Context: an optimization exercise on an open-source flow, tuned for small area, a short achievable clock period and few clock cycles. The choices shown serve that exercise and are no tape-out recipe. Function was checked by simulation only, so behaviour that the tests miss may differ from the original. Power is estimated from default activity; no workload was simulated.

==> flow/design.v, too long to show whole: its modules and the start of the top module <==
// module lens_alu: 75 lines
// module lens_div: 144 lines
// module lens_mul: 1825 lines
// module lens_intu: 42 lines
module lens_intu (
    input         clk,
    input         rst,
    input         a0_mv,
    input  [3:0]  a0_port,
    input  [31:0] a0_data,
    input         a1_mv,
    input  [3:0]  a1_port,
    input  [31:0] a1_data,
    input         m_mv,
    input  [3:0]  m_port,
    input  [31:0] m_data,
    input         d_mv,
    input  [3:0]  d_port,
    input  [31:0] d_data,
    output [31:0] a0_out,
    output        a0_bwe,
    output [7:0]  a0_bidx,
    output        a0_bval,
    output [31:0] a1_out,
    output        a1_bwe,
    output [7:0]  a1_bidx,
    output        a1_bval,
    output [31:0] mlo,
    output [31:0] mhi,
    output [31:0] d_out,
    output [31:0] d_rem,
    output        d_busy,
    output        d_done,
    output        d_set16,
    output        d_set17
);
  // ...
==> flow/flow/run.sh <==
#!/bin/bash
set -euo pipefail
M=${MARGIN:-6.5}
sed -e "s/SETUP_SLACK_MARGIN=[0-9.]*/SETUP_SLACK_MARGIN=$M/" standard.sh > standard_margin.sh
grep -q "SETUP_SLACK_MARGIN=$M" standard_margin.sh
bash standard_margin.sh > standard.log 2>&1
==> flow/standard.sh <==
#!/bin/bash
# synth_recipe.tcl (not shown) runs the flow's synth.tcl, then flattens the netlist and writes it again
# the make line also repeats each setting of config.mk as NAME=value (left out here)
make -C /OpenROAD-flow-scripts/flow DESIGN_CONFIG=/design/flow/config.mk WORK_HOME=/design/flow/orfs CLKGATE_MAP_FILE= SYNTH_SCRIPT=/design/flow/synth_recipe.tcl "${@:-finish}"
==> flow/config.mk <==
export PLATFORM = sky130hd
export DESIGN_NAME = lens_intu
export DESIGN_NICKNAME = lens_intu
export VERILOG_FILES = /design/flow/design.v
export SDC_FILE = /design/flow/constraint.sdc
export NUM_CORES = 4
export LEC_CHECK = 0
export CAP_MARGIN = 20
export CORE_MARGIN = 2
export CORE_UTILIZATION = 50
export SETUP_SLACK_MARGIN = 5
export SLEW_MARGIN = 20
==> flow/constraint.sdc <==
create_clock -name core_clock -period 11.0 [get_ports {clk}]
set_input_delay 2.2000 -clock core_clock [delete_from_list [all_inputs] [get_ports {clk}]]
set_output_delay 2.2000 -clock core_clock [all_outputs]
set_load 0.01 [all_outputs]
==> flow_summary.toml, run 1 <==
[run_status]
status = "no timing/DRC/antenna violations"

[synth]
synth.most_common_cell = "nand2_1"
synthAdderAreaFrac = 0.1991
synth_compound_area_frac = 0.2318
synth_top_area_frac = 0.1522
synth.cell_area_um2 = 77490

[power]
p_comb_mw = 6.04
leakage_nw = 36.63
power.switching_mw = 5.232
sw_frac_of_total = 0.4458

[route]
drc_errors = 0
top_layer_used = "met5"
met3_length_um = 50300
first_iter_violations = 11160

[placed_design]
postPlaceCellArea_um2 = 83040
dpl.cell_count = 11470

[layout]
numSequentialCells = 639
sh_seq_area = 0.1467

[timing]
setup_viol_count_final = 0
min_period_ns = 4.841

[setup_path]
cp_cell_sequence = "buf_6 -> buf_6 -> ha_4 -> fa_2 -> a21o_1 -> nand2_1 -> o21bai_2 -> a221o_2 -> o21a_4 -> a221o_1 -> buf_4 -> a21oi_1 -> o21bai_1 -> mux2i_1 -> a2111oi_2 -> o211ai_1"
crit_arrival_ns = 5.38
endpoint = "u_alu1.out[24]$_DFF_P_"
end_kind = "flop"
reg2reg_depth = 13
cp_slowest_stage_delay_ns = 0.42

[clocking]
hold_buffers = 0
numCtsBuffers = 81

[floorplan]
die_area_um2 = 158100
pin_count = 366
start_util = 0.5030

[global_routing]
grt_usage = 0.4186
grt_overflow = 0
Testbench counts, summed over its fixed seeds: cycles 37,904.
==> module lens_alu, before the edit <==
module lens_alu (
    input             clk,
    input             rst,
    input             mv,
    input      [3:0]  port,
    input      [31:0] data,
    output reg [31:0] out,
    output reg        bwe,
    output     [7:0]  bidx,
    output            bval
);
    reg [31:0] b;
    reg [7:0]  kd;              
    wire [31:0] a = data;
    wire [31:0] add  = a + b;
    wire [32:0] sub  = {1'b0, a} + {1'b0, ~b} + 33'd1;
    wire        lt_u = ~sub[32];
    wire        lt_s = lt_u ^ a[31] ^ b[31];
    wire        eq   = (a == b);
    wire [4:0]  s    = b[4:0];
    wire [4:0]  ns   = 5'd0 - s;
    wire        big  = |b[31:5];
    wire [63:0] l2   = {a, a} << s;
    wire [63:0] r2   = {a, a} << ns;
    wire [31:0] rl   = l2[63:32];
    wire [31:0] rr   = r2[63:32];
    reg  [31:0] mask_l, mask_r;
    integer i;
    always @(*) begin
        for (i = 0; i < 32; i = i + 1) begin
            mask_l[i] = ~big && (i >= s);
            mask_r[i] = ~big && (i + s < 32);
        end
    end
    wire        go   = mv && !rst;
    wire        e3   = go && port == 4'd3;
    wire        e4   = go && port == 4'd4;
    wire        e5   = go && port == 4'd5;
    wire        e6   = go && port == 4'd6;
    wire        e7   = go && port == 4'd7;
    wire        e8   = go && port == 4'd8;
    wire        e9   = go && port == 4'd9;
    wire        e10  = go && port == 4'd10;
    wire        e11  = go && port == 4'd11;
    wire        e12  = go && port == 4'd12;
    wire        e13  = go && port == 4'd13;
    wire        e14  = go && port == 4'd14;
    wire        e15  = go && port == 4'd15;
    wire        hold = !rst && !(mv && port >= 4'd3);
    wire [31:0] nxt = ({32{hold}} & out)
                    | ({32{e3}} & add)
                    | ({32{e4}} & sub[31:0])
                    | ({32{e5}} & (a & b))
                    | ({32{e6}} & (a | b))
                    | ({32{e7}} & (a ^ b))
                    | ({32{e8}} & (a & ~b))
                    | ({32{e9}} & mask_l & rl)
                    | ({32{e12}} & rl)
                    | ({32{e10 | e11}} & mask_r & rr)
                    | ({32{e11 & a[31]}} & ~mask_r)
                    | {31'd0, (e13 & eq) | (e14 & lt_s) | (e15 & lt_u)};
    assign bidx = kd;
    assign bval = out[0];
    always @(posedge clk) begin
        out <= nxt;
        bwe <= go && (port >= 4'd13) && (kd != 8'd0);
        if (rst) begin
            b  <= 32'd0;
            kd <= 8'd0;
        end else begin
            if (mv && port == 4'd0) b  <= data;
            if (mv && port == 4'd1) kd <= data[7:0];
        end
    end
endmodule
==> module lens_div, before the edit <==
module lens_div (
    input             clk,
    input             rst,
    input             mv,
    input      [3:0]  port,
    input      [31:0] data,
    output reg [31:0] out,
    output reg [31:0] rem,
    output            busy,
    output reg        done,
    output reg        set16,
    output reg        set17
);
    localparam PRE = 2'd0, ITER = 2'd1, FIX = 2'd2;
    reg [31:0] dvsr;            
    reg        busy_r;
    reg [1:0]  ph;
    reg [31:0] d;               
    reg [33:0] d3;              
    reg [4:0]  clz_d;           
    reg [5:0]  clz_n;           
    reg [3:0]  cnt;             
    reg        neg_q;
    reg        neg_r;
    reg        ovf;
    function [5:0] clz32(input [31:0] v);
        integer j;
        begin
            clz32 = 6'd32;
            for (j = 0; j < 32; j = j + 1)
                if (v[j]) clz32 = 6'd31 - j[5:0];
        end
    endfunction
    wire trig = mv && (port == 4'd1 || port == 4'd2) && !busy_r;
    wire sgn  = (port == 4'd2);
    wire dz   = (dvsr == 32'd0);
    wire aneg = sgn && data[31];
    wire dneg = sgn && dvsr[31];
    wire [31:0] abs_a = aneg ? -data : data;
    wire [31:0] abs_d = dneg ? -dvsr : dvsr;
    wire [31:0] a_lz  = aneg ? {~data[30:0], 1'b1} : data;
    wire [6:0]  u     = {2'b0, clz_d} - {1'b0, clz_n} + 7'd1;    
    wire        qz    = u[6] || (u == 7'd0);
    wire [6:0]  m     = u + {6'd0, u[0]};                         
    wire [4:0]  sh    = 5'd0 - m[4:0];                            
    wire [31:0] n0    = sh[1] ? {out[29:0], out[31:30]} : out;
    wire [31:0] n1    = sh[2] ? {n0[27:0], n0[31:28]} : n0;
    wire [31:0] n2    = sh[3] ? {n1[23:0], n1[31:24]} : n1;
    wire [31:0] nrot  = sh[4] ? {n2[15:0], n2[31:16]} : n2;
    reg  [31:0] qmask;
    integer i;
    always @(*)
        for (i = 0; i < 32; i = i + 1) qmask[i] = (i >= sh);
    wire [33:0] x   = {rem, out[31:30]};
    wire [34:0] t1  = {1'b0, x} - {3'b0, d};
    wire [34:0] t2  = {1'b0, x} - {2'b0, d, 1'b0};
    wire [34:0] t3  = {1'b0, x} - {1'b0, d3};
    wire        q3  = ~t3[34];
    wire        q2  = ~t2[34];
    wire        q1  = ~t1[34];
    wire [31:0] rn  = q3 ? t3[31:0] : q2 ? t2[31:0] : q1 ? t1[31:0] : x[31:0];
    wire [1:0]  qd  = {q2, q3 | (q1 & ~q2)};
    assign busy = busy_r;
    always @(posedge clk) begin
        if (rst) begin
            dvsr   <= 32'd0;
            busy_r <= 1'b0;
            out    <= 32'd0;
            rem    <= 32'd0;
            done   <= 1'b0;
            set16  <= 1'b0;
            set17  <= 1'b0;
        end else begin
            if (mv && port == 4'd0) dvsr <= data;
            done  <= 1'b0;
            set16 <= 1'b0;
            set17 <= 1'b0;
            if (!busy_r) begin
                if (trig) begin
                    rem <= data;
                    if (dz) begin
                        out   <= 32'hFFFF_FFFF;
                        done  <= 1'b1;
                        set16 <= 1'b1;
                    end else begin
                        out    <= abs_a;
                        busy_r <= 1'b1;
                    end
                end
            end else begin
                case (ph)
                    PRE: if (qz) begin
                        out    <= 32'd0;
                        done   <= 1'b1;
                        busy_r <= 1'b0;
                    end else begin
                        rem <= nrot & ~qmask;
                        out <= nrot & qmask;
                    end
                    ITER: begin
                        rem <= rn;
                        out <= {out[29:0], qd};
                        if (cnt == 4'd0 && !(neg_q || neg_r)) begin
                            done   <= 1'b1;
                            set17  <= ovf;
                            busy_r <= 1'b0;
                        end
                    end
                    default: begin
                        if (neg_q) out <= -out;
                        if (neg_r) rem <= -rem;
                        done   <= 1'b1;
                        set17  <= ovf;
                        busy_r <= 1'b0;
                    end
                endcase
            end
        end
    end
    always @(posedge clk) begin
        d3 <= {2'b0, d} + {1'b0, d, 1'b0};    
        if (!busy_r) begin
            ph    <= PRE;
            d     <= abs_d;
            clz_d <= clz32(abs_d);
            clz_n <= clz32(a_lz);
            neg_q <= sgn && (data[31] ^ dvsr[31]);
            neg_r <= aneg;
            ovf   <= sgn && (data == 32'h8000_0000) && (dvsr == 32'hFFFF_FFFF);
        end else begin
            case (ph)
                PRE: begin
                    ph  <= ITER;
                    cnt <= m[4:1] - 4'd1;
                end
                ITER: begin
                    cnt <= cnt - 4'd1;
                    if (cnt == 4'd0) ph <= FIX;
                end
                default: ;
            endcase
        end
    end
endmodule
==> inputs of run 2 (changes only) <==
--- a/flow/design.v
+++ b/flow/design.v
@@ -7,18 +7,21 @@
     output reg [31:0] out,
     output reg        bwe,
     output     [7:0]  bidx,
     output            bval
 );
     reg [31:0] b;
     reg [7:0]  kd;              
     wire [31:0] a = data;
-    wire [31:0] add  = a + b;
-    wire [32:0] sub  = {1'b0, a} + {1'b0, ~b} + 33'd1;
+    wire [31:0] add;
+    wire [32:0] sub;
+    wire        add_co;
+    pfx_add #(.W(32), .KS(1)) u_add (.a(a), .b(b),  .cin(1'b0), .s(add),       .cout(add_co));
+    pfx_add #(.W(32), .KS(1)) u_sub (.a(a), .b(~b), .cin(1'b1), .s(sub[31:0]), .cout(sub[32]));
     wire        lt_u = ~sub[32];
     wire        lt_s = lt_u ^ a[31] ^ b[31];
     wire        eq   = (a == b);
     wire [4:0]  s    = b[4:0];
     wire [4:0]  ns   = 5'd0 - s;
     wire        big  = |b[31:5];
     wire [63:0] l2   = {a, a} << s;
     wire [63:0] r2   = {a, a} << ns;
@@ -92,49 +95,52 @@
     reg [1:0]  ph;
     reg [31:0] d;               
     reg [33:0] d3;              
     reg [4:0]  clz_d;           
     reg [5:0]  clz_n;           
     reg [3:0]  cnt;             
     reg        neg_q;
     reg        neg_r;
-    reg        ovf;
+    reg        sgn_r;
     function [5:0] clz32(input [31:0] v);
         integer j;
         begin
             clz32 = 6'd32;
             for (j = 0; j < 32; j = j + 1)
                 if (v[j]) clz32 = 6'd31 - j[5:0];
         end
     endfunction
     wire trig = mv && (port == 4'd1 || port == 4'd2) && !busy_r;
     wire sgn  = (port == 4'd2);
     wire dz   = (dvsr == 32'd0);
     wire aneg = sgn && data[31];
     wire dneg = sgn && dvsr[31];
-    wire [31:0] abs_a = aneg ? -data : data;
-    wire [31:0] abs_d = dneg ? -dvsr : dvsr;
+    wire [31:0] neg_x = -(busy_r ? out : data);
+    wire [31:0] neg_y = -(busy_r ? rem : dvsr);
+    wire [31:0] abs_a = aneg ? neg_x : data;
+    wire [31:0] abs_d = dneg ? neg_y : dvsr;
     wire [31:0] a_lz  = aneg ? {~data[30:0], 1'b1} : data;
     wire [6:0]  u     = {2'b0, clz_d} - {1'b0, clz_n} + 7'd1;    
     wire        qz    = u[6] || (u == 7'd0);
     wire [6:0]  m     = u + {6'd0, u[0]};                         
     wire [4:0]  sh    = 5'd0 - m[4:0];                            
     wire [31:0] n0    = sh[1] ? {out[29:0], out[31:30]} : out;
     wire [31:0] n1    = sh[2] ? {n0[27:0], n0[31:28]} : n0;
     wire [31:0] n2    = sh[3] ? {n1[23:0], n1[31:24]} : n1;
     wire [31:0] nrot  = sh[4] ? {n2[15:0], n2[31:16]} : n2;
     reg  [31:0] qmask;
     integer i;
     always @(*)
         for (i = 0; i < 32; i = i + 1) qmask[i] = (i >= sh);
     wire [33:0] x   = {rem, out[31:30]};
-    wire [34:0] t1  = {1'b0, x} - {3'b0, d};
-    wire [34:0] t2  = {1'b0, x} - {2'b0, d, 1'b0};
-    wire [34:0] t3  = {1'b0, x} - {1'b0, d3};
+    wire [34:0] t1, t2, t3;
+    pfx_add #(.W(35)) u_t1 (.a({1'b0, x}), .b(~{3'b0, d}),       .cin(1'b1), .s(t1), .cout());
+    pfx_add #(.W(35)) u_t2 (.a({1'b0, x}), .b(~{2'b0, d, 1'b0}), .cin(1'b1), .s(t2), .cout());
+    pfx_add #(.W(35)) u_t3 (.a({1'b0, x}), .b(~{1'b0, d3}),      .cin(1'b1), .s(t3), .cout());
     wire        q3  = ~t3[34];
     wire        q2  = ~t2[34];
     wire        q1  = ~t1[34];
     wire [31:0] rn  = q3 ? t3[31:0] : q2 ? t2[31:0] : q1 ? t1[31:0] : x[31:0];
     wire [1:0]  qd  = {q2, q3 | (q1 & ~q2)};
     assign busy = busy_r;
     always @(posedge clk) begin
         if (rst) begin
@@ -172,41 +178,40 @@
                         rem <= nrot & ~qmask;
                         out <= nrot & qmask;
                     end
                     ITER: begin
                         rem <= rn;
                         out <= {out[29:0], qd};
                         if (cnt == 4'd0 && !(neg_q || neg_r)) begin
                             done   <= 1'b1;
-                            set17  <= ovf;
                             busy_r <= 1'b0;
                         end
                     end
                     default: begin
-                        if (neg_q) out <= -out;
-                        if (neg_r) rem <= -rem;
+                        if (neg_q) out <= neg_x;
+                        if (neg_r) rem <= neg_y;
                         done   <= 1'b1;
-                        set17  <= ovf;
+                        set17  <= sgn_r && neg_r && !neg_q && out[31];
                         busy_r <= 1'b0;
                     end
                 endcase
             end
         end
     end
     always @(posedge clk) begin
         d3 <= {2'b0, d} + {1'b0, d, 1'b0};    
         if (!busy_r) begin
             ph    <= PRE;
             d     <= abs_d;
             clz_d <= clz32(abs_d);
             clz_n <= clz32(a_lz);
             neg_q <= sgn && (data[31] ^ dvsr[31]);
             neg_r <= aneg;
-            ovf   <= sgn && (data == 32'h8000_0000) && (dvsr == 32'hFFFF_FFFF);
+            sgn_r <= sgn;
         end else begin
             case (ph)
                 PRE: begin
                     ph  <= ITER;
                     cnt <= m[4:1] - 4'd1;
                 end
                 ITER: begin
                     cnt <= cnt - 4'd1;
@@ -1885,17 +1890,18 @@
     wire s1639 = c1402 ^ s1517 ^ c1516;
     wire c1640 = (c1402 & s1517) | (c1402 & c1516) | (s1517 & c1516);
     wire s1641 = pp589 ^ s1519 ^ c1518;
     wire c1642 = (pp589 & s1519) | (pp589 & c1518) | (s1519 & c1518);
     wire s1643 = pp592 ^ pp591 ^ c1520;
     wire c1644 = (pp592 & pp591) | (pp592 & c1520) | (pp591 & c1520);
     wire [63:0] ra = {cs2[125], cs2[123], cs2[121], cs2[119], cs2[117], cs2[115], cs2[113], cs2[111], cs2[109], cs2[107], cs2[105], cs2[103], cs2[101], cs2[99], cs2[97], cs2[95], cs2[93], cs2[91], cs2[89], cs2[87], cs2[85], cs2[83], cs2[81], cs2[79], cs2[77], cs2[75], cs2[73], cs2[71], cs2[69], cs2[67], cs2[65], cs2[63], cs2[61], cs2[59], cs2[57], cs2[55], cs2[53], cs2[51], cs2[49], cs2[47], cs2[45], cs2[43], cs2[41], cs2[39], cs2[37], cs2[35], cs2[33], cs2[31], cs2[29], cs2[27], cs2[25], cs2[23], cs2[21], cs2[19], cs2[17], cs2[15], cs2[13], cs2[11], cs2[9], cs2[7], cs2[5], cs2[3], cs2[2], cs2[0]};
     wire [63:0] rb = {cs2[126], cs2[124], cs2[122], cs2[120], cs2[118], cs2[116], cs2[114], cs2[112], cs2[110], cs2[108], cs2[106], cs2[104], cs2[102], cs2[100], cs2[98], cs2[96], cs2[94], cs2[92], cs2[90], cs2[88], cs2[86], cs2[84], cs2[82], cs2[80], cs2[78], cs2[76], cs2[74], cs2[72], cs2[70], cs2[68], cs2[66], cs2[64], cs2[62], cs2[60], cs2[58], cs2[56], cs2[54], cs2[52], cs2[50], cs2[48], cs2[46], cs2[44], cs2[42], cs2[40], cs2[38], cs2[36], cs2[34], cs2[32], cs2[30], cs2[28], cs2[26], cs2[24], cs2[22], cs2[20], cs2[18], cs2[16], cs2[14], cs2[12], cs2[10], cs2[8], cs2[6], cs2[4], 1'b0, cs2[1]};
-    wire [63:0] prod = ra + rb;
+    wire [63:0] prod;
+    pfx_add #(.W(64)) u_cpa (.a(ra), .b(rb), .cin(1'b0), .s(prod), .cout());
     always @(posedge clk) begin
         if (rst) begin
             b   <= 32'd0;
             v1  <= 1'b0;
             v2  <= 1'b0;
             mlo <= 32'd0;
             mhi <= 32'd0;
         end else begin
@@ -2079,8 +2085,48 @@
     lens_alu u_alu1 (.clk(clk), .rst(rst), .mv(a1_mv), .port(a1_port), .data(a1_data),
                      .out(a1_out), .bwe(a1_bwe), .bidx(a1_bidx), .bval(a1_bval));
     lens_mul u_mul  (.clk(clk), .rst(rst), .mv(m_mv), .port(m_port), .data(m_data),
                      .mlo(mlo), .mhi(mhi));
     lens_div u_div  (.clk(clk), .rst(rst), .mv(d_mv), .port(d_port), .data(d_data),
                      .out(d_out), .rem(d_rem), .busy(d_busy), .done(d_done),
                      .set16(d_set16), .set17(d_set17));
 endmodule
+module pfx_add #(parameter W = 32, parameter KS = 0) (
+    input  [W-1:0] a,
+    input  [W-1:0] b,
+    input          cin,
+    output [W-1:0] s,
+    output         cout
+);
+    function integer lg2(input integer n);
+        integer k;
+        begin
+            lg2 = 0;
+            for (k = 1; k < n; k = k * 2) lg2 = lg2 + 1;
+        end
+    endfunction
+    localparam L = lg2(W);
+    wire [W-1:0] p0 = a ^ b;
+    wire [W-1:0] g0 = a & b;
+    reg  [W*(L+1)-1:0] G, P;
+    integer l, i, j;
+    always @(*) begin
+        G[W-1:0] = g0;
+        P[W-1:0] = p0;
+        G[0] = g0[0] | (p0[0] & cin);
+        for (l = 0; l < L; l = l + 1)
+            for (i = 0; i < W; i = i + 1) begin
+                if (KS) j = i - (1 << l);
+                else    j = ((i >> l) & 1) ? (((i >> l) << l) - 1) : -1;
+                if (j >= 0) begin
+                    G[(l+1)*W + i] = G[l*W + i] | (P[l*W + i] & G[l*W + j]);
+                    P[(l+1)*W + i] = P[l*W + i] & P[l*W + j];
+                end else begin
+                    G[(l+1)*W + i] = G[l*W + i];
+                    P[(l+1)*W + i] = P[l*W + i];
+                end
+            end
+    end
+    wire [W-1:0] gl = G[L*W +: W];
+    assign s    = p0 ^ {gl[W-2:0], cin};
+    assign cout = gl[W-1];
+endmodule
==> flow/flow/run.sh (replaced) <==
#!/bin/bash
set -euo pipefail
M=6.5
sed -e "s/SETUP_SLACK_MARGIN=[0-9.]*/SETUP_SLACK_MARGIN=$M \"BUFFER_PORTS_ARGS=-buffer_cell sky130_fd_sc_hd__buf_1\"/" standard.sh > standard_tuned.sh
grep -q "SETUP_SLACK_MARGIN=$M" standard_tuned.sh
bash standard_tuned.sh > standard.log 2>&1
==> flow_summary.toml, run 2 <==
[run_status]
status = "no timing/DRC/antenna violations"

[timing]
min_period_ns = 5.003
fin_crit_sh = 0.4549
rsz0062_at_grt = "true"
fin_tns_setup_ns = 0
drv_slew = 0
worst_slack_ns = 5.997
skew_ns = 0.04983
tightest_slew_ns = 1.191
max_clock_freq_ghz = 0.1999
maxSlewHeadroom = 0.1956
setup_viol_count_final = 0
hold_viol = 0

[setup_path]
r2r-start = "u_alu1.b[0]$_SDFFE_PP0P_"
crit_path_start_kind = "primary input"
end_kind = "flop"
cp_slowest_cell = "or4_4"
crit_type = "in -> reg"
cp_slowest_stage_delay_ns = 0.49
cp-startpoint = "a1_data[0]"
crit_arrival_ns = 5.61
crit_buf_inv = 3
cp_cell_sequence = "buf_6 -> buf_8 -> ha_4 -> fa_2 -> a211o_1 -> a2111oi_4 -> nor3_2 -> or4_4 -> a21oi_4 -> nor2_4 -> or3_4 -> buf_6 -> a31oi_4 -> o221a_2 -> o2111ai_2"
critPathMaxFanout = 3
worstPathRequired_ns = 11.60
cp_common_cell = "buf_6"
critPathTopFamily = "compound AO/OA/AOI/OAI gates"

[clocking]
cts_tree = "yes"
cts.path.max_buffers = 3
cts.sinks = 639
clkSlewWorstSetupHoldPaths_ns = 0.06
numCtsBuffers = 82
clkLatencyLatePin_ns = 0.74
cts.htree.levels = 3
cts_root_buf = "clkbuf_16"
hold_buffers = 0

[synth]
yosysWarningCount = 6
ys_top_cells_by_count = "nand2_1, inv_1, a21oi_1"
ys_ff_latch = 639
synth-main-ff-cell = "dfxtp_1"
synth_top_area_frac = 0.1534
synth_nets = 10580
synth_enable_flop_cells = 50
synth.top_cells.by_area = "dfxtp_1, fa_1, ha_1, a22oi_1, xor2_1"
syn-mean-instance-area_um2 = 8.118
ys_types = 109
seq_area_frac_synth = 0.1730
async_flop_share = 0
yosys.area.top_type = "dfxtp_1"
syn_inst = 9466
synth.cell_area_um2 = 76850
synth.most_common_cell = "nand2_1"

[route]
viasPerCell = 6.655
wire_per_inst_um = 29.03
firstDrtPassIters = 6
drc_errors = 0
wl_um = 336800
vias = 77240
ant_nets = 0
first_iter_violations = 10430

[floorplan]
rows = 143
pin_count = 366
start_util = 0.5047
die_area_um2 = 156800
dieWidth_um = 396.0
fp.dieH_um = 396.0
core-area_um2 = 152300

[power]
leakage_nw = 34.13
total_power_mw = 11.56
vdd_drop_max_uv = 289.6
power.density_nw_per_um2 = 133.6

[placed_design]
numPortBuffers = 365
dpl.hpwl_um = 234200
dpl.cell_count = 11310
post-place-ws_ns = 4.880
gp_congestion = 1.043

[worst_hold_path]
hp-start = "u_mul.b[0]$_SDFFE_PP0P_"
holdCritPathClass = "reg -> reg"

[global_routing]
grt_pass1_vias = 72860
antenna_found_initial = 24
grt_usage = 0.4067
grt_first_pass_wirelength_um = 485400
grt_max_degree = 112
grt_overflow = 0

[layout]
largest_register_ffs = 127
multiInputGateArea_um2 = 59260
layout_common_cells = "nand2_1, inv_1, a21oi_1"
nNetsFinal = 10610
drive_gt1_frac = 0.1238
register_area_um2 = 13400
syn2layout_area_growth_pct = 12.61
top_register = "u_mul.cs2"
utilization = 0.5683
final_cells = 11610
final_common_cell = "nand2_1"
n_fill_cell = 14200
largestRegisters = "u_mul.cs2: 127 flops, u_div.d3: 34 flops, u_mul.x1: 33 flops"

[job]
drv_cap = 0
## run 2: cell count changes after synthesis, sizes merged, moves of 21 or more
cell and change:
xnor2 -58, nand2 -55, a21oi -51, clkbuf -38
a21o -34, buf +32, nor2 -32, mux2i +21
## run 2: logic make-up after synthesis
logic type,synth area share
xor+xnor,0.08931
buf+inv,0.07980
mux,0.08869
simple gates,0.1387
flops,0.1730
fa+ha+maj,0.2041
compound gates,0.2264
## run 2: path summary, 6_finish.rpt
kind / to / slack (ns) / cells after the start
setup / recovery: u_alu1.out[26]$_DFF_P_ / 6.00 / 15
hold / removal: u_mul.one1[0]$_DFF_P_ / 0.37 / 0
hold reg to reg: u_mul.one1[0]$_DFF_P_ / 0.37 / 0
setup reg to reg: u_alu1.out[31]$_DFF_P_ / 6.43 / 12
## run 2: per-stage QoR
stage / hold WS (ns) / area [um2]
2_1_floorplan: 0.3290 / 77700
3_3_place_gp: 0.3595 / 80390
3_5_place_dp: 0.3615 / 80400
4_1_cts: 0.3700 / 84420
5_1_grt: 0.3816 / 86530
6_report: 0.3712 / 86540
## run 2: layout make-up
type	count	share of cell area
antenna	13	0.0003759
tap	2030	0.02935
inverter	816	0.03629
clock buffer	114	0.02780
timing repair inverter	1	0.00005784
multi-input combinational	7223	0.6848
timing repair buffer	733	0.06184
sequential	639	0.1549
clock inverter	36	0.004627
## run 2: where the power goes
| part | switching [mW] | total, mW | internal (mW) |
|---|---|---|---|
| Combinational | 3.84 | 5.92 | 2.08 |
| Clock | 1.24 | 2.87 | 1.64 |
| Sequential | 0.197 | 2.76 | 2.57 |
| Total | 5.28 | 11.6 | 6.28 |
## run 2: worst register-to-register path, cell delays in order (launching register included)
cell	delay, ns
dfxtp_4	0.67
inv_1	0.36
ha_1	0.38
buf_4	0.42
mux4_2	0.70
mux2i_1	0.28
a21oi_1	0.16
mux2i_2	0.38
o311ai_1	0.19
a2111oi_1	0.42
o21a_1	0.20
nor2_1	0.05
a211o_1	0.27
## run 2: timing repair
| action | 4_1_cts | 5_1_grt |
|---|---|---|
| resized for setup | 210 | 329 |
| pin swaps | 52 | 78 |
| gates cloned | 1 | 20 |
| endpoints found under the setup margin | 142 | 112 |
| buffers inserted | 42 | 66 |
## run 2: metal layers
layer	GRT usage	vias up	share of wire
met1	0.5562	37580	0.40
met3	0.09847	1051	0.12
met2	0.5937	5224	0.42
met5	0	-	0.00031
li1	-	33370	-
met4	0.2097	16	0.063
Testbench counts of run 2, summed over its fixed seeds: cycles 37,904.
==> inputs of run 3 (changes only) <==
--- a/flow/flow/run.sh
+++ b/flow/flow/run.sh
@@ -2,3 +2,3 @@
 set -euo pipefail
-M=6.5
+M=7
 sed -e "s/SETUP_SLACK_MARGIN=[0-9.]*/SETUP_SLACK_MARGIN=$M \"BUFFER_PORTS_ARGS=-buffer_cell sky130_fd_sc_hd__buf_1\"/" standard.sh > standard_tuned.sh
==> flow_summary.toml, run 3 <==
[timing]
tightest_slew_ns = 1.194
fin_crit_sh = 0.4511
rsz0062_at_grt = "true"
max_clock_freq_ghz = 0.2015
fin_tns_setup_ns = 0
skew_ns = 0.08235
maxSlewHeadroom = 0.1969
min_period_ns = 4.962
setup_viol_count_final = 0
drv_slew = 0
hold_viol = 0

[layout]
nNetsFinal = 11080
multiInputGateArea_um2 = 63250
final_area_um2 = 97090
drive_gt1_frac = 0.2361
top_register = "u_mul.cs2"
largestRegisters = "u_mul.cs2: 127 flops, u_div.d3: 34 flops, u_mul.x1: 33 flops"
n_fill_cell = 12820
syn2layout_area_growth_pct = 26.34
register_area_um2 = 13530
final_common_cell = "nand2_1"
final_cells = 12080
largest_register_ffs = 127
layout_common_cells = "nand2_1, inv_1, a21oi_1"
utilization = 0.6376

[global_routing]
grt_first_pass_wirelength_um = 525900
grt_max_degree = 134
antenna_found_initial = 16
grt_overflow = 0
grt_pass1_vias = 77330
grt_usage = 0.4465

[setup_path]
end_kind = "flop"
cp_slowest_stage_delay_ns = 0.46
crit_type = "in -> reg"
worstPathRequired_ns = 11.57
crit_arrival_ns = 5.53
cp_slowest_cell = "a2111oi_4"
cp_cell_sequence = "buf_6 -> buf_8 -> ha_4 -> fa_2 -> a211o_1 -> a2111oi_4 -> nor3_4 -> or4_4 -> a21oi_4 -> nor2_4 -> or3_4 -> a2111oi_4 -> nor3_2 -> o311ai_1 -> o211ai_1"
cp_common_cell = "a2111oi_4"
critPathMaxFanout = 3
crit_path_start_kind = "primary input"

[placed_design]
postPlaceCellArea_um2 = 81040
dpl.hpwl_um = 233300
gp_congestion = 1.039
numPortBuffers = 365
dpl.cell_count = 11300

[worst_hold_path]
holdCritPathClass = "reg -> reg"

[clocking]
cts.sinks = 639
cts_root_buf = "clkbuf_16"
cts.path.max_buffers = 3
clkSlewWorstSetupHoldPaths_ns = 0.06
numCtsBuffers = 83
cts_tree = "yes"
clkLatencyLatePin_ns = 0.77
hold_buffers = 0
cts.htree.levels = 3

[route]
wl_um = 370800
firstDrtPassIters = 13
vias = 81800
drc_errors = 0
wire_per_inst_um = 30.70
ant_nets = 0
viasPerCell = 6.772
first_iter_violations = 12110

[job]
drv_cap = 0

[power]
leakage_nw = 38.37
vdd_drop_max_uv = 305.8
total_power_mw = 14.63
power.density_nw_per_um2 = 150.7

[synth]
syn-mean-instance-area_um2 = 8.118
syn_inst = 9466
synth.most_common_cell = "nand2_1"
synth-main-ff-cell = "dfxtp_1"
yosys.area.top_type = "dfxtp_1"
synth_enable_flop_cells = 50
async_flop_share = 0
ys_top_cells_by_count = "nand2_1, inv_1, a21oi_1"
synth.cell_area_um2 = 76850
yosysWarningCount = 6
ys_types = 109
synth.top_cells.by_area = "dfxtp_1, fa_1, ha_1, a22oi_1, xor2_1"
synth_nets = 10580
seq_area_frac_synth = 0.1730
synth_top_area_frac = 0.1534
ys_ff_latch = 639

[floorplan]
core-area_um2 = 152300
die_area_um2 = 156800
dieWidth_um = 396.0
fp.dieH_um = 396.0
start_util = 0.5047
pin_count = 366
rows = 143

[run_status]
status = "no timing/DRC/antenna violations"
run 3: cell counts after synthesis:
Identical to the previous run, type by type.
run 3: layout make-up:
type	instances	area share
Antenna cell	11	0.0002835
Clock buffer	111	0.02425
Timing Repair inverter	2	0.0001804
Sequential cell	639	0.1394
Clock inverter	42	0.006070
Tap cell	2030	0.02616
Inverter	816	0.03284
Timing Repair Buffer	1203	0.1193
Multi-Input combinational cell	7225	0.6515
run 3: kinds of logic after synthesis:
kind of cell | count (synthesis) | synth area share
AND/OR/NAND/NOR | 2364 | 0.1387
multiplexers | 484 | 0.08869
AO/OA/AOI/OAI | 2628 | 0.2264
buffers and inverters | 1606 | 0.07980
adder cells (fa/ha/maj) | 963 | 0.2041
flip-flops | 639 | 0.1730
XOR/XNOR | 782 | 0.08931
run 3: repair_timing:
action,CTS,global route
hold endpoints to repair,0,0
pin swaps,291,402
gates cloned,77,13
setup buffers,336,194
endpoints found under the setup margin,236,205
resized for setup,907,692
run 3: per-layer routing:
metal | wire length, um | vias up | track usage
met5 | 404 | - | 0.005850
met4 | 29150 | 28 | 0.2685
met3 | 50290 | 1706 | 0.1464
met2 | 153200 | 6109 | 0.6464
met1 | 137700 | 39590 | 0.5758
li1 | - | 34370 | -
run 3: final timing paths:
kind / from / to / slack, ns / cells after the start
hold reg to reg: u_mul.b[0]$_SDFFE_PP0P_ / u_mul.one1[0]$_DFF_P_ / 0.39 / 0
setup / recovery: a1_data[0] / u_alu1.out[30]$_DFF_P_ / 6.04 / 15
hold / removal: u_mul.b[0]$_SDFFE_PP0P_ / u_mul.one1[0]$_DFF_P_ / 0.39 / 0
setup reg to reg: u_mul.one1[13]$_DFF_P_ / u_mul.cs2[78]$_DFF_P_ / 6.43 / 12
run 3: critical path, delay by kind of cell:
kind            cells  cell delay (ns)
compound gates      6             1.55
simple gates        5             1.07
buf+inv             2             0.23
fa+ha+maj           2             0.50
run 3: where the power goes:
part           switching, mW  internal [mW]  leakage (nW)
clock network           1.26           1.73          1.42
registers              0.196           2.56          5.45
logic                   5.11           3.78          31.5
total                   6.56           8.07          38.4
run 3: metrics by stage:
| step | hold WS [ns] | setup slack (ns) |
|---|---|---|
| final | 0.3866 | 6.038 |
| after global routing | 0.3946 | 5.974 |
| after CTS | 0.3824 | 6.154 |
| after detailed placement | 0.3738 | 4.812 |
| after global placement | 0.3659 | 4.900 |
| after floorplan | 0.3290 | 5.765 |
==> inputs of run 4 (changes only) <==
--- a/flow/design.v
+++ b/flow/design.v
@@ -6,3 +6,3 @@
     input      [31:0] data,
-    output reg [31:0] out,
+    output     [31:0] out,
     output reg        bwe,
@@ -13,10 +13,18 @@
     reg [7:0]  kd;              
+    reg [15:0] s_lo;
+    reg [15:0] s_h0;
+    reg [15:0] s_h1;
+    reg        s_c;
+    reg        k0, k1, k_c;
+    reg [31:0] oth_r;
     wire [31:0] a = data;
-    wire [31:0] add;
-    wire [32:0] sub;
-    wire        add_co;
-    pfx_add #(.W(32), .KS(1)) u_add (.a(a), .b(b),  .cin(1'b0), .s(add),       .cout(add_co));
-    pfx_add #(.W(32), .KS(1)) u_sub (.a(a), .b(~b), .cin(1'b1), .s(sub[31:0]), .cout(sub[32]));
-    wire        lt_u = ~sub[32];
-    wire        lt_s = lt_u ^ a[31] ^ b[31];
+    wire [15:0] al_s, ah0_s, ah1_s, sl_s, sh0_s, sh1_s;
+    wire        al_c, ah0_c, ah1_c, sl_c, sh0_c, sh1_c;
+    csel16 u_al (.a(a[15:0]),  .b(b[15:0]),   .s0(al_s),  .s1(),      .c0(al_c),  .c1());
+    csel16 u_ah (.a(a[31:16]), .b(b[31:16]),  .s0(ah0_s), .s1(ah1_s), .c0(ah0_c), .c1(ah1_c));
+    csel16 u_sl (.a(a[15:0]),  .b(~b[15:0]),  .s0(),      .s1(sl_s),  .c0(),      .c1(sl_c));
+    csel16 u_sh (.a(a[31:16]), .b(~b[31:16]), .s0(sh0_s), .s1(sh1_s), .c0(sh0_c), .c1(sh1_c));
+    wire        x    = a[31] ^ b[31];
+    wire        ltu0 = ~sh0_c;
+    wire        ltu1 = ~sh1_c;
     wire        eq   = (a == b);
@@ -52,14 +60,15 @@
     wire        hold = !rst && !(mv && port >= 4'd3);
-    wire [31:0] nxt = ({32{hold}} & out)
-                    | ({32{e3}} & add)
-                    | ({32{e4}} & sub[31:0])
-                    | ({32{e5}} & (a & b))
-                    | ({32{e6}} & (a | b))
-                    | ({32{e7}} & (a ^ b))
-                    | ({32{e8}} & (a & ~b))
-                    | ({32{e9}} & mask_l & rl)
-                    | ({32{e12}} & rl)
-                    | ({32{e10 | e11}} & mask_r & rr)
-                    | ({32{e11 & a[31]}} & ~mask_r)
-                    | {31'd0, (e13 & eq) | (e14 & lt_s) | (e15 & lt_u)};
+    wire [31:0] oth_nxt = ({32{hold}} & oth_r)
+                        | ({32{e5}} & (a & b))
+                        | ({32{e6}} & (a | b))
+                        | ({32{e7}} & (a ^ b))
+                        | ({32{e8}} & (a & ~b))
+                        | ({32{e9}} & mask_l & rl)
+                        | ({32{e12}} & rl)
+                        | ({32{e10 | e11}} & mask_r & rr)
+                        | ({32{e11 & a[31]}} & ~mask_r)
+                        | {31'd0, e13 & eq};
+    wire [15:0] s_hi = s_c ? s_h1 : s_h0;
+    wire        kbit = k_c ? k1 : k0;
+    assign out = {s_hi, s_lo} | oth_r | {31'd0, kbit};
     assign bidx = kd;
@@ -67,4 +76,11 @@
     always @(posedge clk) begin
-        out <= nxt;
-        bwe <= go && (port >= 4'd13) && (kd != 8'd0);
+        s_lo  <= ({16{hold}} & s_lo) | ({16{e3}} & al_s)  | ({16{e4}} & sl_s);
+        s_h0  <= ({16{hold}} & s_h0) | ({16{e3}} & ah0_s) | ({16{e4}} & sh0_s);
+        s_h1  <= ({16{hold}} & s_h1) | ({16{e3}} & ah1_s) | ({16{e4}} & sh1_s);
+        s_c   <= (hold & s_c) | (e3 & al_c) | (e4 & sl_c);
+        k0    <= (hold & k0) | (e15 & ltu0) | (e14 & (ltu0 ^ x));
+        k1    <= (hold & k1) | (e15 & ltu1) | (e14 & (ltu1 ^ x));
+        k_c   <= (hold & k_c) | ((e14 | e15) & sl_c);
+        oth_r <= oth_nxt;
+        bwe   <= go && (port >= 4'd13) && (kd != 8'd0);
         if (rst) begin
@@ -78,2 +94,37 @@
 endmodule
+module csel16 (
+    input  [15:0] a,
+    input  [15:0] b,
+    output [15:0] s0,
+    output [15:0] s1,
+    output        c0,
+    output        c1
+);
+    wire [15:0] p0 = a ^ b;
+    wire [15:0] g0 = a & b;
+    reg  [16*5-1:0] G, P;
+    integer l, i, j;
+    always @(*) begin
+        G[15:0] = g0;
+        P[15:0] = p0;
+        for (l = 0; l < 4; l = l + 1)
+            for (i = 0; i < 16; i = i + 1) begin
+                j = ((i >> l) & 1) ? (((i >> l) << l) - 1) : -1;
+                if (j >= 0) begin
+                    G[(l+1)*16 + i] = G[l*16 + i] | (P[l*16 + i] & G[l*16 + j]);
+                    P[(l+1)*16 + i] = P[l*16 + i] & P[l*16 + j];
+                end else begin
+                    G[(l+1)*16 + i] = G[l*16 + i];
+                    P[(l+1)*16 + i] = P[l*16 + i];
+                end
+            end
+    end
+    wire [15:0] gg = G[64 +: 16];       
+    wire [15:0] pp = P[64 +: 16];       
+    wire [15:0] cc1 = gg | pp;          
+    assign s0 = p0 ^ {gg[14:0], 1'b0};
+    assign s1 = p0 ^ {cc1[14:0], 1'b1};
+    assign c0 = gg[15];
+    assign c1 = cc1[15];
+endmodule
 module lens_div (
@@ -116,6 +167,6 @@
     wire dneg = sgn && dvsr[31];
-    wire [31:0] neg_x = -(busy_r ? out : data);
+    wire [31:0] neg_x = -out;
     wire [31:0] neg_y = -(busy_r ? rem : dvsr);
-    wire [31:0] abs_a = aneg ? neg_x : data;
     wire [31:0] abs_d = dneg ? neg_y : dvsr;
+    wire [31:0] abs_a = neg_r ? neg_x : out;     
     wire [31:0] a_lz  = aneg ? {~data[30:0], 1'b1} : data;
@@ -125,3 +176,3 @@
     wire [4:0]  sh    = 5'd0 - m[4:0];                            
-    wire [31:0] n0    = sh[1] ? {out[29:0], out[31:30]} : out;
+    wire [31:0] n0    = sh[1] ? {abs_a[29:0], abs_a[31:30]} : abs_a;
     wire [31:0] n1    = sh[2] ? {n0[27:0], n0[31:28]} : n0;
@@ -166,3 +217,3 @@
                     end else begin
-                        out    <= abs_a;
+                        out    <= data;
                         busy_r <= 1'b1;
--- a/flow/flow/run.sh
+++ b/flow/flow/run.sh
@@ -2,3 +2,3 @@
 set -euo pipefail
-M=7
+M=6.5
 sed -e "s/SETUP_SLACK_MARGIN=[0-9.]*/SETUP_SLACK_MARGIN=$M \"BUFFER_PORTS_ARGS=-buffer_cell sky130_fd_sc_hd__buf_1\"/" standard.sh > standard_tuned.sh
==> flow_summary.toml, run 4 <==
[synth]
yosysWarningCount = 6
syn-mean-instance-area_um2 = 8.379
ys_ff_latch = 743
async_flop_share = 0
synth.most_common_cell = "nand2_1"
ys_top_cells_by_count = "nand2_1, inv_1, dfxtp_1"
yosys.area.top_type = "dfxtp_1"
synth-main-ff-cell = "dfxtp_1"
synth.cell_area_um2 = 80800
ys_types = 106
synth_top_area_frac = 0.1717
synth.top_cells.by_area = "dfxtp_1, fa_1, ha_1, a22oi_1, xor2_1"
synth_enable_flop_cells = 50
synth_nets = 10780
seq_area_frac_synth = 0.1903
syn_inst = 9643

[setup_path]
reg2reg_depth = 13
reg2reg_slack_ns = 6.55
r2r-start = "u_div.rem[12]$_SDFFE_PP0P_"
crit_arrival_ns = 5.07
r2r_end = "u_div.rem[9]$_SDFFE_PP0P_"
crit_path_start_kind = "primary input"
crit_type = "in -> reg"
worstPathRequired_ns = 11.60
end_kind = "flop"
critPathMaxFanout = 8

[timing]
skew_ns = 0.03064
fin_tns_setup_ns = 0
fin_crit_sh = 0.4059
drv_slew = 0
max_clock_freq_ghz = 0.2240
worst_slack_ns = 6.535
min_period_ns = 4.465
tightest_slew_ns = 1.209
hold_viol = 0
maxSlewHeadroom = 0.1937
setup_viol_count_final = 0
rsz0062_at_grt = "true"

[floorplan]
start_util = 0.5032
pin_count = 366
rows = 147
fp.dieH_um = 406.0
core-area_um2 = 160600
die_area_um2 = 164800
dieWidth_um = 406.0

[global_routing]
gr-usage-met3 = 0.1066
grt_use_met2 = 0.5838
grt_first_pass_wirelength_um = 493400
grt_pass1_vias = 74500
grt_max_degree = 124
grt_usage = 0.3967
grtUsageMet1 = 0.5432
antenna_found_initial = 9
grt.busiest_layer = "met2"
grt_overflow = 0

[run_status]
status = "no timing/DRC/antenna violations"

[layout]
multiInputGateArea_um2 = 60230
final_common_cell = "nand2_1"
top_register = "u_mul.cs2"
layout_common_cells = "nand2_1, inv_1, dfxtp_1"
utilization = 0.5590
syn2layout_area_growth_pct = 11.08
register_area_um2 = 15460
largestRegisters = "u_mul.cs2: 127 flops, u_div.d3: 34 flops, u_mul.x1: 33 flops"
largest_register_ffs = 127
nNetsFinal = 10750
drive_gt1_frac = 0.1120
n_fill_cell = 14910

[clocking]
cts.path.max_buffers = 3
numCtsBuffers = 94
cts_root_buf = "clkbuf_16"
cts_tree = "yes"
clkLatencyLatePin_ns = 0.78
cts.sinks = 743
clkSlewWorstSetupHoldPaths_ns = 0.06
cts.htree.levels = 3

[worst_hold_path]
hp-start = "u_mul.b[0]$_SDFFE_PP0P_"
holdCritPathClass = "reg -> reg"
worstHoldEndpoint = "u_mul.one1[0]$_DFF_P_"
hold_depth = 0

[placed_design]
post-place-ws_ns = 5.005
dpl.hpwl_um = 233600
gp_congestion = 0.9972
numPortBuffers = 365

[route]
ant_nets = 0
wl_um = 341000
first_iter_violations = 10030
drc_errors = 0
vias = 78290
wire_per_inst_um = 28.76
firstDrtPassIters = 8
viasPerCell = 6.604

[power]
leakage_nw = 35.48
power.density_nw_per_um2 = 139.6
vdd_drop_max_uv = 349.8
total_power_mw = 12.53

[job]
drv_cap = 0
==> run 4: power breakdown <==
group          internal, mW  switching (mW)  leakage, nW
clock                  1.88            1.43         1.55
sequential             2.95           0.172         6.27
combinational          2.13            3.97         27.7
==> run 4: layout make-up <==
| type | instances | area share |
|---|---|---|
| inverter | 845 | 0.03558 |
| sequential | 743 | 0.1722 |
| timing repair buffer | 685 | 0.05530 |
| clock buffer | 123 | 0.02900 |
| clock inverter | 50 | 0.006496 |
| multi-input combinational | 7244 | 0.6711 |
| tap | 2160 | 0.03011 |
| timing repair inverter | 1 | 0.00005576 |
| antenna | 4 | 0.0001115 |
==> run 4: per-layer routing <==
metal	wire length, um	share of wire	up-vias
met5	36	0.00011	-
met4	17300	0.051	6
met3	43170	0.13	1025
met2	143100	0.42	5118
met1	137400	0.40	38100
li1	-	-	34040
==> run 4: worst max-delay path by stage <==
stage                                 start                      endpoint  slack, ns  cells past startpoint
3_5_place_dp                    a0_data[16]       u_alu0.s_h1[15]$_DFF_P_       5.00                     13
2_1_floorplan                   a0_data[19]       u_alu0.s_h1[15]$_DFF_P_       6.09                     13
4_1_cts          u_div.out[30]$_SDFFE_PP0P_     u_div.rem[9]$_SDFFE_PP0P_       6.49                     16
5_1_grt        u_div.clz_n[1]$_SDFFCE_PP0N_    u_div.rem[29]$_SDFFE_PP0P_       6.42                     16
3_3_place_gp                    a0_data[16]       u_alu0.s_h1[15]$_DFF_P_       5.20                     13
6_report                          d_port[2]  u_div.clz_d[1]$_SDFFCE_PP0N_       6.54                     13
==> run 4: per-stage QoR <==
step                hold slack, ns  instances  cell area, um2
floorplan                   0.3290       9643           81300
global placement            0.3677      11610           84280
detailed placement          0.3793      11610           84280
CTS                         0.3911      11790           87980
global route                0.4003      11850           89740
finish                      0.4089      11860           89750
==> run 4: what timing repair did <==
| action | CTS | global route |
|---|---|---|
| endpoints found under the setup margin | 159 | 131 |
| hold buffers | 0 | 0 |
| hold endpoints to repair | 0 | 0 |
| gates cloned | 0 | 20 |
| buffers inserted | 10 | 41 |
| gates resized for setup | 129 | 283 |
| pin swaps | 8 | 30 |
==> run 4: critical path, cell delays in order <==
cell	delay, ns
buf_1	0.11
nor4b_4	0.28
buf_6	0.19
buf_4	0.14
and2_4	0.19
buf_12	0.13
buf_12	0.13
o21ai_0	0.08
a221oi_1	0.86
o311ai_1	0.19
a21oi_1	0.27
o31ai_1	0.11
a21boi_1	0.17
==> run 4: logic make-up (layout without fill, tap and decap cells) <==
| group | count (synthesis) | count (layout) | synth area share |
|---|---|---|---|
| muxes | 477 | 477 | 0.08596 |
| adders and majority gates | 988 | 988 | 0.1998 |
| other | 0 | 4 | 0 |
| AOI/OAI and AO/OA | 2636 | 2636 | 0.2242 |
| buffers and inverters | 1657 | 1704 | 0.07774 |
| xor gates and xnor gates | 848 | 848 | 0.09192 |
| DFF | 743 | 743 | 0.1903 |
| and+or+nand+nor | 2294 | 2295 | 0.1301 |
Testbench counts of run 4, summed over its fixed seeds: cycles 37,904.
==> inputs of run 5 (changes only) <==
--- a/flow/design.v
+++ b/flow/design.v
@@ -18,3 +18,2 @@
     reg        k0, k1, k_c;
-    reg [31:0] oth_r;
     wire [31:0] a = data;
@@ -60,4 +59,3 @@
     wire        hold = !rst && !(mv && port >= 4'd3);
-    wire [31:0] oth_nxt = ({32{hold}} & oth_r)
-                        | ({32{e5}} & (a & b))
+    wire [31:0] oth_nxt = ({32{e5}} & (a & b))
                         | ({32{e6}} & (a | b))
@@ -72,3 +70,3 @@
     wire        kbit = k_c ? k1 : k0;
-    assign out = {s_hi, s_lo} | oth_r | {31'd0, kbit};
+    assign out = {s_hi, s_lo} | {31'd0, kbit};
     assign bidx = kd;
@@ -76,4 +74,4 @@
     always @(posedge clk) begin
-        s_lo  <= ({16{hold}} & s_lo) | ({16{e3}} & al_s)  | ({16{e4}} & sl_s);
-        s_h0  <= ({16{hold}} & s_h0) | ({16{e3}} & ah0_s) | ({16{e4}} & sh0_s);
+        s_lo  <= ({16{hold}} & s_lo) | ({16{e3}} & al_s)  | ({16{e4}} & sl_s)  | oth_nxt[15:0];
+        s_h0  <= ({16{hold}} & s_h0) | ({16{e3}} & ah0_s) | ({16{e4}} & sh0_s) | oth_nxt[31:16];
         s_h1  <= ({16{hold}} & s_h1) | ({16{e3}} & ah1_s) | ({16{e4}} & sh1_s);
@@ -83,3 +81,2 @@
         k_c   <= (hold & k_c) | ((e14 | e15) & sl_c);
-        oth_r <= oth_nxt;
         bwe   <= go && (port >= 4'd13) && (kd != 8'd0);
@@ -172,2 +169,5 @@
     wire [31:0] a_lz  = aneg ? {~data[30:0], 1'b1} : data;
+    wire [5:0]  lz_p  = clz32(dvsr);
+    wire [5:0]  lz_n  = clz32(~dvsr);
+    wire [4:0]  clz_d_est = dneg ? (lz_n[5] ? 5'd31 : lz_n[4:0]) : lz_p[4:0];
     wire [6:0]  u     = {2'b0, clz_d} - {1'b0, clz_n} + 7'd1;    
@@ -255,3 +255,3 @@
             d     <= abs_d;
-            clz_d <= clz32(abs_d);
+            clz_d <= clz_d_est;
             clz_n <= clz32(a_lz);
==> flow_summary.toml, run 5 <==
[run_status]
status = "no timing/DRC/antenna violations"

[synth]
synth_enable_flop_cells = 50
seq_area_frac_synth = 0.1778
yosys.area.top_type = "dfxtp_1"
synth_top_area_frac = 0.1589
synth_compound_area_frac = 0.2326
synth_top_family_by_area = "compound AO/OA/AOI/OAI gates"
synthAdderAreaFrac = 0.2037
synth-simple-area-share = 0.1324
yosysWarningCount = 6
synth_xor_xnor_area_share = 0.09292
synth.top_cells.by_area = "dfxtp_1, fa_1, ha_1, a22oi_1, xor2_1"
syn-mean-instance-area_um2 = 8.184
ys_ff_latch = 679
ys_types = 104
synthMuxAreaShare = 0.07800
synth_nets = 10820
syn_inst = 9684
async_flop_share = 0
synth.most_common_cell = "nand2_1"
synth.cell_area_um2 = 79260
synth-main-ff-cell = "dfxtp_1"
ys_top_cells_by_count = "nand2_1, inv_1, clkbuf_1"

[placed_design]
dpl.cell_count = 11500
post-place-ws_ns = 4.940
dpl.hpwl_um = 241500
numPortBuffers = 365
gp_congestion = 1.018

[setup_path]
crit_path_start_kind = "primary input"
cp_cell_sequence = "buf_1 -> buf_6 -> ha_4 -> fa_2 -> a21o_1 -> a21o_1 -> a21o_1 -> o31ai_4 -> inv_1 -> a21o_1 -> fa_2 -> a22oi_2 -> o2111ai_2 -> a311oi_2 -> o211ai_1"
worstPathRequired_ns = 11.59
reg2reg_depth = 14
critPathMaxFanout = 4
r2r_end = "u_div.rem[22]$_SDFFE_PP0P_"
cp-startpoint = "a0_data[0]"
cp_common_cell = "a21o_1"
r2r-start = "u_div.clz_n[1]$_SDFFCE_PP0N_"
end_kind = "flop"
reg2reg_slack_ns = 6.50
cp_slowest_cell = "fa_2"
cp_slowest_stage_delay_ns = 0.42
crit_arrival_ns = 5.16
crit_type = "in -> reg"

[route]
firstDrtPassIters = 10
ant_nets = 0
drc_errors = 0
wl_um = 357800
wire_per_inst_um = 30.29
first_iter_violations = 10960
viasPerCell = 6.752
vias = 79760

[floorplan]
die_area_um2 = 161700
dieWidth_um = 402.1
core-area_um2 = 157800
start_util = 0.5022
fp.dieH_um = 402.1
rows = 146
pin_count = 366

[clocking]
clkSlewWorstSetupHoldPaths_ns = 0.06
cts_tree = "yes"
numCtsBuffers = 87
cts.path.max_buffers = 3
cts.sinks = 679
cts.htree.levels = 3
cts_root_buf = "clkbuf_16"
clkLatencyLatePin_ns = 0.75

[timing]
timing.hold.ws_ns = 0.3697
fin_tns_setup_ns = 0
hold_viol = 0
rsz0062_at_grt = "true"
tightest_slew_ns = 1.233
worst_slack_ns = 6.431
max_clock_freq_ghz = 0.2188
drv_slew = 0
fin_crit_sh = 0.4154
setup_viol_count_final = 0
maxSlewHeadroom = 0.1695
skew_ns = 0.04724
min_period_ns = 4.569

[layout]
final_cells = 11810
syn2layout_area_growth_pct = 11.88
nNetsFinal = 10790
final_common_cell = "nand2_1"
drive_gt1_frac = 0.1203
largest_register_ffs = 127
layout_common_cells = "nand2_1, inv_1, nor2_1"
largestRegisters = "u_mul.cs2: 127 flops, u_div.d3: 34 flops, u_mul.x1: 33 flops"
top_register = "u_mul.cs2"

[global_routing]
grt_pass1_vias = 75630
grt_overflow = 0
grt_max_degree = 102
grt_first_pass_wirelength_um = 507500
grt_usage = 0.4143
antenna_found_initial = 12

[worst_hold_path]
hp-start = "u_mul.b[0]$_SDFFE_PP0P_"
worstHoldEndpoint = "u_mul.one1[0]$_DFF_P_"
holdCritPathClass = "reg -> reg"
hold_depth = 0

[power]
leakage_nw = 34.83
power.density_nw_per_um2 = 139.8
total_power_mw = 12.39
vdd_drop_max_uv = 187.9

[job]
drv_cap = 0
run 5: changes by cell type after synthesis, sizes merged, moves of 22 or more:
cell | previous run | this run
o21ai | 432 | 512
dfxtp | 693 | 629
nand2 | 862 | 909
a22o | 53 | 21
nor2b | 84 | 52
mux2i | 218 | 189
buf | 125 | 153
mux4 | 164 | 136
xnor2 | 410 | 384
a21oi | 576 | 600
o221ai | 73 | 50
a221o | 71 | 49
run 5: how the worst max path moves through the flow:
stage,end
4_1_cts,u_alu0.s_lo[8]$_DFF_P_
2_1_floorplan,u_alu0.s_h0[8]$_DFF_P_
6_report,u_alu0.s_lo[8]$_DFF_P_
5_1_grt,u_alu0.s_lo[8]$_DFF_P_
3_5_place_dp,u_div.out[31]$_SDFFE_PP0P_
3_3_place_gp,u_div.out[31]$_SDFFE_PP0P_
run 5: cells by family (layout without fill, tap and decap cells):
family,count (synthesis),after routing
AO/OA/AOI/OAI,2739,2739
AND/OR/NAND/NOR,2315,2316
buffers and inverters,1689,1732
adder cells (fa/ha/maj),988,988
XOR/XNOR,840,840
flip-flops,679,679
multiplexers,434,434
other,0,13
run 5: worst max-delay path, delay by kind of cell:
| family | cells | cell delay [ns] |
|---|---|---|
| buffers and inverters | 3 | 0.30 |
| AO/OA/AOI/OAI | 9 | 1.73 |
| adder cells (fa/ha/maj) | 3 | 0.92 |
run 5: report_power, final:
group	total (mW)	switching, mW	internal [mW]	leakage [nW]
clock network	3.15	1.33	1.81	1.49
logic	6.35	4.23	2.12	27.6
registers	2.90	0.190	2.71	5.76
run 5: through the flow:
step           utilization  instance area, um2
2_1_floorplan            -               79620
6_report            0.5618               88670
4_1_cts             0.5476               86420
3_3_place_gp        0.5202               82100
5_1_grt             0.5617               88650
3_5_place_dp        0.5203               82120
run 5: area by class of cell:
class	instances	area, um2
multi-input cells	7317	59990
repair inverters	2	10.01
well taps	2072	2592
clock buffers	122	2491
diodes	13	32.53
repair buffers	739	5604
clock inverters	40	574.3
fillers	14540	69160
inverters	829	3154
flip-flops and latches	679	14220
run 5: routing by layer:
layer / up-vias / global-route usage / wire length (um)
met2: 5759 / 0.6003 / 147800
met5: - / 0.001784 / 131
met3: 1154 / 0.1037 / 46650
met4: 6 / 0.2074 / 22380
met1: 38760 / 0.5708 / 140800
li1: 34080 / - / -
run 5: what timing repair did:
| action | in CTS | in global routing |
|---|---|---|
| hold buffers | 0 | 0 |
| pin swaps | 28 | 51 |
| endpoints found under the setup margin | 194 | 125 |
| cloned | 1 | 28 |
| setup buffers | 33 | 73 |
| resized for setup | 250 | 275 |
Testbench counts of run 5, summed over its fixed seeds: cycles 37,904.
==> inputs of run 6 (changes only) <==
--- a/flow/config.mk
+++ b/flow/config.mk
@@ -7,2 +7,3 @@
 export LEC_CHECK = 0
+export ABC_AREA = 1
 export CAP_MARGIN = 20
==> flow_summary.toml, run 6 <==
[synth]
synth_nets = 12130
synth.top_cells.by_area = "dfxtp_1, fa_1, nand2_1, inv_1, ha_1"
synth.most_common_cell = "nand2_1"
yosys.area.top_type = "dfxtp_1"
ys_ff_latch = 679
yosysWarningCount = 6
syn_inst = 11000
synth.cell_area_um2 = 76440
async_flop_share = 0
ys_top_cells_by_count = "nand2_1, inv_1, o21ai_0"
syn-mean-instance-area_um2 = 6.952
synth-main-ff-cell = "dfxtp_1"
ys_types = 79
synth_enable_flop_cells = 50
seq_area_frac_synth = 0.1844
synth_top_area_frac = 0.1647

[placed_design]
gp_congestion = 1.086
dpl.hpwl_um = 243900
postPlaceCellArea_um2 = 79440
numPortBuffers = 365

[timing]
max_clock_freq_ghz = 0.2220
maxSlewHeadroom = 0.1275
tightest_slew_ns = 1.309
skew_ns = 0.03438
drv_slew = 0
setup_viol_count_final = 0
rsz0062_at_grt = "true"
fin_crit_sh = 0.4095
hold_viol = 0
min_period_ns = 4.504
fin_tns_setup_ns = 0

[setup_path]
critPathMaxFanout = 15
critPathTopFamily = "adder cells"
cp_slowest_cell = "fa_1"
cp_cell_sequence = "clkinvlp_4 -> buf_4 -> buf_4 -> o22ai_1 -> xor2_1 -> fa_1 -> fa_1 -> fa_1 -> inv_1 -> fa_1 -> inv_1 -> fa_1"
crit_path_start_kind = "flop"
crit_buf_inv = 5
end_kind = "flop"
reg2reg_depth = 12
cp_common_cell = "fa_1"
path_depth = 12
crit_arrival_ns = 5.10
crit_type = "reg -> reg"
worstPathRequired_ns = 11.59
cp_slowest_stage_delay_ns = 0.69

[power]
leakage_nw = 38.97
vdd_drop_max_uv = 241.7
power.density_nw_per_um2 = 170.1

[clocking]
cts.sinks = 679
clkSlewWorstSetupHoldPaths_ns = 0.06
clkLatencyLatePin_ns = 0.74
numCtsBuffers = 87
hold_buffers = 0
cts.path.max_buffers = 3
cts_root_buf = "clkbuf_16"
cts.htree.levels = 3
cts_tree = "yes"

[floorplan]
fp.dieH_um = 395.0
pin_count = 366
start_util = 0.5032
dieWidth_um = 395.0
rows = 143
die_area_um2 = 156000
core-area_um2 = 151900

[layout]
multiInputGateArea_um2 = 54770
final_common_cell = "nand2_1"
nNetsFinal = 12240
syn2layout_area_growth_pct = 12.29
top_register = "u_mul.cs2"
largestRegisters = "u_mul.cs2: 127 flops, u_div.d3: 34 flops, u_mul.x1: 33 flops"
drive_gt1_frac = 0.08612
final_area_um2 = 85830
register_area_um2 = 14190
largest_register_ffs = 127
layout_common_cells = "nand2_1, inv_1, o21ai_0"
n_fill_cell = 14540

[global_routing]
grt_overflow = 0
grt_usage = 0.4070
grt_max_degree = 155
grt_first_pass_wirelength_um = 487500
antenna_found_initial = 13
grt_pass1_vias = 76820

[worst_hold_path]
hold_depth = 0
holdCritPathClass = "reg -> reg"

[run_status]
status = "no timing/DRC/antenna violations"

[route]
vias = 81080
viasPerCell = 6.140
firstDrtPassIters = 7
wire_per_inst_um = 25.41
ant_nets = 0
drc_errors = 0
first_iter_violations = 10030
wl_um = 335500

[job]
drv_cap = 0
==> run 6: timing repair <==
| item | 4_1_cts | 5_1_grt |
|---|---|---|
| setup endpoints to repair | 197 | 156 |
| pin swaps | 9 | 87 |
| gates cloned | 3 | 23 |
| resized for setup | 187 | 464 |
| buffers inserted | 30 | 67 |
| hold endpoints to repair | 0 | 0 |
==> run 6: layout make-up <==
cell class	count	share of cell area
repair inverters	2	0.0001603
multi-input cells	7981	0.6381
well taps	2030	0.02959
flip-flops and latches	679	0.1653
clock inverters	50	0.006224
inverters	1676	0.07547
repair buffers	670	0.05713
diodes	5	0.0001458
clock buffers	112	0.02787
==> run 6: worst register-to-register path: stages, from the launching register on <==
cell and delay, ns:
dfxtp_4 0.42, clkinvlp_4 0.14, buf_4 0.19, buf_4 0.23, o22ai_1 0.27, xor2_1 0.14, fa_1 0.49, fa_1 0.55
fa_1 0.56, inv_1 0.10, fa_1 0.53, inv_1 0.06, fa_1 0.69
==> run 6: worst paths after layout <==
path	start	endpoint	slack, ns
max	u_mul.one1[10]$_DFF_P_	u_mul.cs2[92]$_DFF_P_	6.50
min	u_mul.b[0]$_SDFFE_PP0P_	u_mul.one1[0]$_DFF_P_	0.37
max reg2reg	u_mul.one1[10]$_DFF_P_	u_mul.cs2[92]$_DFF_P_	6.50
min reg2reg	u_mul.b[0]$_SDFFE_PP0P_	u_mul.one1[0]$_DFF_P_	0.37
==> run 6: logic make-up (layout without fill, tap and decap cells) <==
family | count (synthesis) | in the layout | synth area share
fa+ha+maj | 988 | 988 | 0.2112
compound gates | 2704 | 2705 | 0.2048
mux | 56 | 56 | 0.007775
simple gates | 3500 | 3501 | 0.1906
buf+inv | 2337 | 2510 | 0.1174
flops | 679 | 679 | 0.1844
xor+xnor | 731 | 731 | 0.08376
other cells | 0 | 5 | 0
==> run 6: layer usage <==
layer / share of wire / vias to the layer above / global-route usage
met5: 0.00064 / - / 0
met4: 0.072 / 12 / 0.2159
met3: 0.11 / 1273 / 0.1011
met2: 0.43 / 4986 / 0.6268
met1: 0.39 / 38480 / 0.5250
li1: - / 36330 / -
==> run 6: metrics by stage <==
| step | utilization | power (mW) | std cells | hold WS, ns | setup WS, ns |
|---|---|---|---|---|---|
| global placement | 0.5228 | 11.04 | 12910 | 0.3588 | 4.466 |
| finish | 0.5651 | 14.60 | 13210 | 0.3726 | 6.496 |
| global route | 0.5650 | 15.53 | 13200 | 0.3865 | 6.277 |
| floorplan | - | 8.224 | 11000 | 0.3290 | 6.103 |
| CTS | 0.5480 | 14.19 | 13110 | 0.3741 | 6.373 |
| detailed placement | 0.5230 | 11.08 | 12910 | 0.3690 | 4.904 |
==> run 6: power breakdown <==
| part | internal [mW] | switching, mW | total, mW | leakage (nW) |
|---|---|---|---|---|
| Sequential | 2.78 | 0.176 | 2.96 | 5.74 |
| Combinational | 2.60 | 6.06 | 8.65 | 31.8 |
| Clock | 1.68 | 1.31 | 2.99 | 1.43 |

what the ideal ports hide:
In the flow no input, the clock included, has a driving cell. The finished layouts below were timed again as built, in two steps.
Step 1: set_driving_cell puts a clkbuf_16 on clk and a buf_2 on each other input, an assumption about the parent block.
Step 2 times the ports against the registers' clock, not the clock port: input delays grow and output delays shrink by t, the midpoint of the rising clock arrivals with the driver on.
a / b / c = ideal / step 1 / step 2; a / b = the first two.
run	t, ns	setup slack, ns	worst hold slack (ns)	worst data-port slew with drivers (ns)	cell pins on the clock port's net
run 1	0.773	6.159 / 6.213 / 5.440	0.378 / 0.378 / 0.378	0.18	1
run 2	0.803	5.997 / 6.049 / 5.245	0.371 / 0.371 / 0.371	0.18	1
run 3	0.814	6.038 / 6.089 / 5.275	0.387 / 0.387 / 0.387	0.17	1
run 4	0.847	6.535 / 6.549 / 5.756	0.409 / 0.409 / 0.409	0.06	1
run 5	0.825	6.431 / 6.490 / 5.665	0.370 / 0.370 / 0.370	0.12	1
run 6	0.800	6.496 / 6.496 / 5.718	0.373 / 0.373 / 0.373	0.14	1
After both steps every run listed still meets setup and hold. For run 4, which loses most, drivers alone change the setup slack by +0.014 ns; drivers and shift together by -0.779 ns.
